This is an optimization exercise on Yosys and OpenROAD, whose aim is small area, a short achievable clock period and few clock cycles per item, not a production implementation. RTL that was checked went through simulation tests only; none was proved equivalent to the original. Power is estimated from default activity; no workload was simulated.

run A:
## tkt_rx
module tkt_rx (
    input  wire        clk,
    input  wire        rst,
    input  wire        cfg_we,
    output reg         cfg_ready,
    input  wire [4:0]  cfg_idx,
    input  wire        cfg_en,
    input  wire        cfg_xtd,
    input  wire [2:0]  cfg_len,
    input  wire [7:0]  cfg_maxgap,
    input  wire [9:0]  cfg_age,
    input  wire [31:0] cfg_id,
    input  wire        s_valid,
    output reg         s_ready,
    input  wire [31:0] s_data,
    input  wire [4:0]  s_conn,
    input  wire [6:0]  s_flen,
    input  wire        s_xtd,
    input  wire [15:0] s_stamp,
    output reg         r_valid,
    output reg  [4:0]  r_conn,
    output reg  [2:0]  r_reason,
    output reg         r_gap,
    output reg  [15:0] r_rejcnt
);
==> flow/config.mk <==
export PLATFORM = sky130hd
export DESIGN_NAME = tkt_rx
export DESIGN_NICKNAME = tkt_rx
export VERILOG_FILES = /design/flow/design.v
export SDC_FILE = /design/flow/constraint.sdc
export NUM_CORES = 4
export LEC_CHECK = 0
export CAP_MARGIN = 20
export CORE_MARGIN = 2
export CORE_UTILIZATION = 65
export CTS_CLUSTER_DIAMETER = 50
export CTS_CLUSTER_SIZE = 36
export SETUP_SLACK_MARGIN = 5
export SLEW_MARGIN = 20
==> flow/constraint.sdc <==
create_clock -name core_clock -period 10.0 [get_ports {clk}]
set_input_delay 2.0000 -clock core_clock [delete_from_list [all_inputs] [get_ports {clk}]]
set_output_delay 2.0000 -clock core_clock [all_outputs]
set_load 0.01 [all_outputs]
standard.sh (not shown) runs the stock make flow with config.mk's settings and CLKGATE_MAP_FILE= SYNTH_SCRIPT=/design/flow/synth_recipe.tcl, a recipe that flattens the netlist after the stock synthesis.
==> flow/flow/run.sh <==
#!/bin/bash
# The standard layout (the standard.sh, standard synthesis unchanged),
# with the port buffers made as buf_4 cells instead of the default choice and
# timing repair aiming further below the clock period.
set -euo pipefail
bash standard.sh \
  BUFFER_PORTS_ARGS="-buffer_cell sky130_fd_sc_hd__buf_4" \
  SETUP_SLACK_MARGIN=${MARGIN:-7.0} \
  finish > orfs_make.log 2>&1
Run A closes out successfully: all stages finished, all timing, DRC and antenna checks passed.
Testbench counts of run A, summed over its fixed seeds: cycles 23,023, frames 3,200.
Setup changes, run A to run B
Settings: CTS_CLUSTER_SIZE changed from 36 to 30; CTS_CLUSTER_DIAMETER changed from 50 to 60.
- In summary, run B completed successfully, with a layout that passed the timing, design-rule and antenna checks.
- Total routing usage reported by global routing: run B vs run A down 0.18 points
- Compared with run A, run B shows fraction of area in registers higher by 1.1 points.
- Compared with run A, run B shows a higher buffer count excluding the clock tree in the final layout.
- Run A → run B: post-detailed-routing wire length saw a decrease; antenna diode count down 3.
#### Input delta (run C over run B)
diff --git a/flow/flow/run.sh b/flow/flow/run.sh
--- a/flow/flow/run.sh
+++ b/flow/flow/run.sh
@@ -3 +3 @@
-# with the port buffers made as buf_4 cells instead of the default choice and
+# with the port buffers made as buf_2 cells instead of the default choice and
@@ -7 +7 @@
-  BUFFER_PORTS_ARGS="-buffer_cell sky130_fd_sc_hd__buf_4" \
+  BUFFER_PORTS_ARGS="-buffer_cell sky130_fd_sc_hd__buf_2" \
==> summary.txt <==
- Min met1 wire length across run B and run C: run C
- Looking at start point of the critical path, the s_ready result is from run B; the r_valid one comes from run C.
- As far as count of pins on the block boundary goes, run B and run C are indistinguishable; the numbers are identical.
- Run C: pin count of the biggest net entering global routing lower than run B
- As far as CTS clock-pin slew for the worst setup and hold paths is concerned, run C and run B perform about the same.
- Source-to-sink clock delay at the later pin of the worst-skew pair: run B vs run C, no meaningful difference
- On final design instance area without fill, run C tracks run B almost exactly.
- As far as minimum period implied by the final worst setup slack is concerned, run C and run B perform about the same.
- Run C has power above what run B had.
- Run C vs. run B: total number of vias rose by about 0.3%, worst path setup slack after routing flat.
- Run C finished all stages; the layout is clean.
Modified inputs, run D compared to run C
==> flow/flow/run.sh <==
#!/bin/bash
# The standard layout (the standard.sh, standard synthesis unchanged),
# with the port buffers made as buf_4 cells instead of the default choice and
# timing repair aiming further below the clock period.
set -euo pipefail
bash standard.sh \
  BUFFER_PORTS_ARGS="-buffer_cell sky130_fd_sc_hd__buf_4" \
  SETUP_SLACK_MARGIN=${MARGIN:-7.3} \
  finish > orfs_make.log 2>&1
--- outcome ---
The clock power on run D is in line with that on run C.
Run C was routed with fewer vias than run D.
The worst setup path endpoint comes out r_valid in one run and s_ready in the other, namely in run C and run D respectively.
Run D vs run C on number of global-route vias before repair: run D is the higher one.
Pin count of the biggest net entering global routing delta for run D relative to run C: 12 higher

* * *

tkt_rx, a different RTL version from the one above (not shown whole).
Size: ~5900 cells after synthesis, ~3300 flip-flops, ~150 I/O pins.
==> flow/config.mk <==
export PLATFORM = sky130hd
export DESIGN_NAME = tkt_rx
export DESIGN_NICKNAME = tkt_rx
export VERILOG_FILES = /design/flow/design.v
export SDC_FILE = /design/flow/constraint.sdc
export NUM_CORES = 4
export LEC_CHECK = 0
export CAP_MARGIN = 20
export CORE_MARGIN = 2
export CORE_UTILIZATION = 65
export CTS_CLUSTER_DIAMETER = 60
export CTS_CLUSTER_SIZE = 30
export SETUP_SLACK_MARGIN = 5
export SLEW_MARGIN = 20
==> flow/constraint.sdc <==
create_clock -name core_clock -period 10.0 [get_ports {clk}]
set_input_delay 2.0000 -clock core_clock [delete_from_list [all_inputs] [get_ports {clk}]]
set_output_delay 2.0000 -clock core_clock [all_outputs]
set_load 0.01 [all_outputs]
==> flow/flow/run.sh <==
#!/bin/bash
# The standard layout (the standard.sh, standard synthesis unchanged),
# with the port buffers made as buf_4 cells instead of the default choice and
# timing repair aiming further below the clock period.
set -euo pipefail
bash standard.sh \
  BUFFER_PORTS_ARGS="-buffer_cell sky130_fd_sc_hd__buf_4" \
  SETUP_SLACK_MARGIN=${MARGIN:-6.8} \
  finish > orfs_make.log 2>&1
The starting point produced a clean layout.
Next try:
--- a/flow/flow/run.sh
+++ b/flow/flow/run.sh
@@ -7,3 +7,3 @@
   BUFFER_PORTS_ARGS="-buffer_cell sky130_fd_sc_hd__buf_4" \
-  SETUP_SLACK_MARGIN=${MARGIN:-6.8} \
+  SETUP_SLACK_MARGIN=${MARGIN:-6.5} \
   finish > orfs_make.log 2>&1
Settings changed: CORE_UTILIZATION 65 to 40, CTS_CLUSTER_DIAMETER 60 to 80, CTS_CLUSTER_SIZE 30 to 26.
What happened: Sequential share of layout area is about the same. Global-route usage drops by 10 points. Power drops by 2.8%. Wire length climbs by 1.8%. Setup slack degrades by 0.038 ns. Register-to-register slack degrades by 0.11 ns. Die area climbs by 62%. First-iteration DRC count drops by 3.2%. Cell count climbs by 13%. Final area stays flat.
Next try:
--- a/flow/flow/run.sh
+++ b/flow/flow/run.sh
@@ -7,3 +7,3 @@
   BUFFER_PORTS_ARGS="-buffer_cell sky130_fd_sc_hd__buf_4" \
-  SETUP_SLACK_MARGIN=${MARGIN:-6.5} \
+  SETUP_SLACK_MARGIN=${MARGIN:-7.0} \
   finish > orfs_make.log 2>&1
Settings changed: CORE_UTILIZATION 40 to 65, CTS_CLUSTER_DIAMETER 80 to 60, CTS_CLUSTER_SIZE 26 to 30.
Synthesized cell count is unchanged.
Die area shrinks by 38%.
Via count grows by 2.1%.
Maximum frequency rose by 1.9%.
No run of this note included a check of the RTL's function; only the layout flow was run.

* * *

tkt_rx, a different RTL version from the one above (not shown whole).
For scale: roughly 5,800 cells after synthesis, about 3,100 flip-flops, about 150 I/O pins, about 86,000 sq um of cells after synthesis.
make LEC_CHECK=0 CAP_MARGIN=20 CORE_MARGIN=2 CORE_UTILIZATION=40 SETUP_SLACK_MARGIN=5 SLEW_MARGIN=20 finish   # period 10.0 ns
run.sh (not shown) runs the stock make flow with config.mk's settings and CLKGATE_MAP_FILE= SYNTH_SCRIPT=/design/flow/synth_recipe.tcl, a recipe that flattens the netlist after the stock synthesis.
Stock flow here: none of the scripts above is used.
The starting point produced a clean layout.
Next try:
Settings changed: SETUP_SLACK_MARGIN 5 to unset.
The changed run completed without violations.
Hold slack gets better by 18 ps.
Global-route usage fell by 0.17 points.
Sequential power hardly moves.
Clock-buffer cell count rose by 2.
No functional check of the RTL was part of any run of this note.

* * *

== old ==
Another version of the RTL of tkt_rx (not shown whole).
Size: about 150 I/O pins, ~87000 µm² of cells after synthesis.
clock: 10.0 ns
lec_check: 0
cap_margin: 20
core_margin: 2
core_utilization: 40
setup_slack_margin: 5
slew_margin: 20
standard.sh (not shown) runs the stock make flow with config.mk's settings and CLKGATE_MAP_FILE= SYNTH_SCRIPT=/design/flow/synth_recipe.tcl, a recipe that flattens the netlist after the stock synthesis.
==> flow/flow/run.sh <==
#!/bin/bash
# The standard layout (the standard.sh, standard synthesis unchanged),
# with the port buffers made as buf_4 cells instead of the default choice and
# timing repair aiming further below the clock period.
set -euo pipefail
bash standard.sh \
  BUFFER_PORTS_ARGS="-buffer_cell sky130_fd_sc_hd__buf_4" \
  SETUP_SLACK_MARGIN=${MARGIN:-6.5} \
  finish > orfs_make.log 2>&1
Testbench counts of old, summed over its fixed seeds: cycles 23,327, frames 3,200.
## Diff of input files: new against old
==> flow/run.sh (new file) <==
#!/bin/bash
# synth_recipe.tcl (not shown) runs the flow's synth.tcl, then flattens the netlist and writes it again
# the make line also repeats each setting of config.mk as NAME=value (left out here)
make -C /OpenROAD-flow-scripts/flow DESIGN_CONFIG=/design/flow/config.mk WORK_HOME=/design/flow/orfs CLKGATE_MAP_FILE= SYNTH_SCRIPT=/design/flow/synth_recipe.tcl finish
removed: flow/flow/run.sh
removed: flow/standard.sh
--- outcome ---
- Compared with old, new shows a higher antenna diode count.
- Area after synthesis came out exactly the same in old and new.
- In the flow results for old and new, the share of total power in combinational logic is larger on old.
- old and new ended up with nearly the same number of vias after detailed routing.
- On minimum clock period, old beats new.

[port drivers added, routing unchanged]
No port has a modelled driver above. Below, the same layouts with a new extraction and two added sets of constraints.
Step 1 sets driving cells, clkbuf_16 on the clock port and buf_2 on the other inputs (assumed; they add their load-dependent delay and slew).
Step 2 adds t to the input delays and takes it off the output delays; t is the mean of the earliest and latest rising clock arrival at the registers after step 1. Input paths then give back, and output paths get back, about the clock's delay inside the block.
Three values: ideal, step 1, step 2; two values: the first two.
run	t, ns	setup slack, ns	worst setup path after step 2	worst register clock-pin slew, ns
run A	0.889	6.699 / 6.625 / 6.012	input to register	0.12 / 0.12
run B	0.859	6.704 / 6.630 / 5.979	input to register	0.11 / 0.11
run C	0.870	6.701 / 6.626 / 6.039	input to register	0.11 / 0.11
run D	0.873	6.730 / 6.653 / 6.064	input to register	0.11 / 0.11
the first run of note 2	0.853	6.575 / 6.500 / 6.055	input to register	0.11 / 0.11
the second run of note 2	0.901	6.537 / 6.453 / 5.841	input to register	0.11 / 0.11
the third run of note 2	0.867	6.601 / 6.524 / 6.059	input to register	0.11 / 0.11
the first run of note 3	0.973	4.956 / 5.019 / 4.046	input to register	0.07 / 0.07
the second run of note 3	0.961	4.420 / 4.482 / 3.521	input to register	0.07 / 0.07
old	0.961	6.499 / 6.487 / 5.719	input to register	0.07 / 0.07
new	0.971	5.802 / 5.821 / 4.864	input to register	0.07 / 0.07
After both steps setup and hold are still met in every run listed. For new, which loses most, drivers alone change the setup slack by +0.019 ns; drivers and shift together by -0.938 ns.
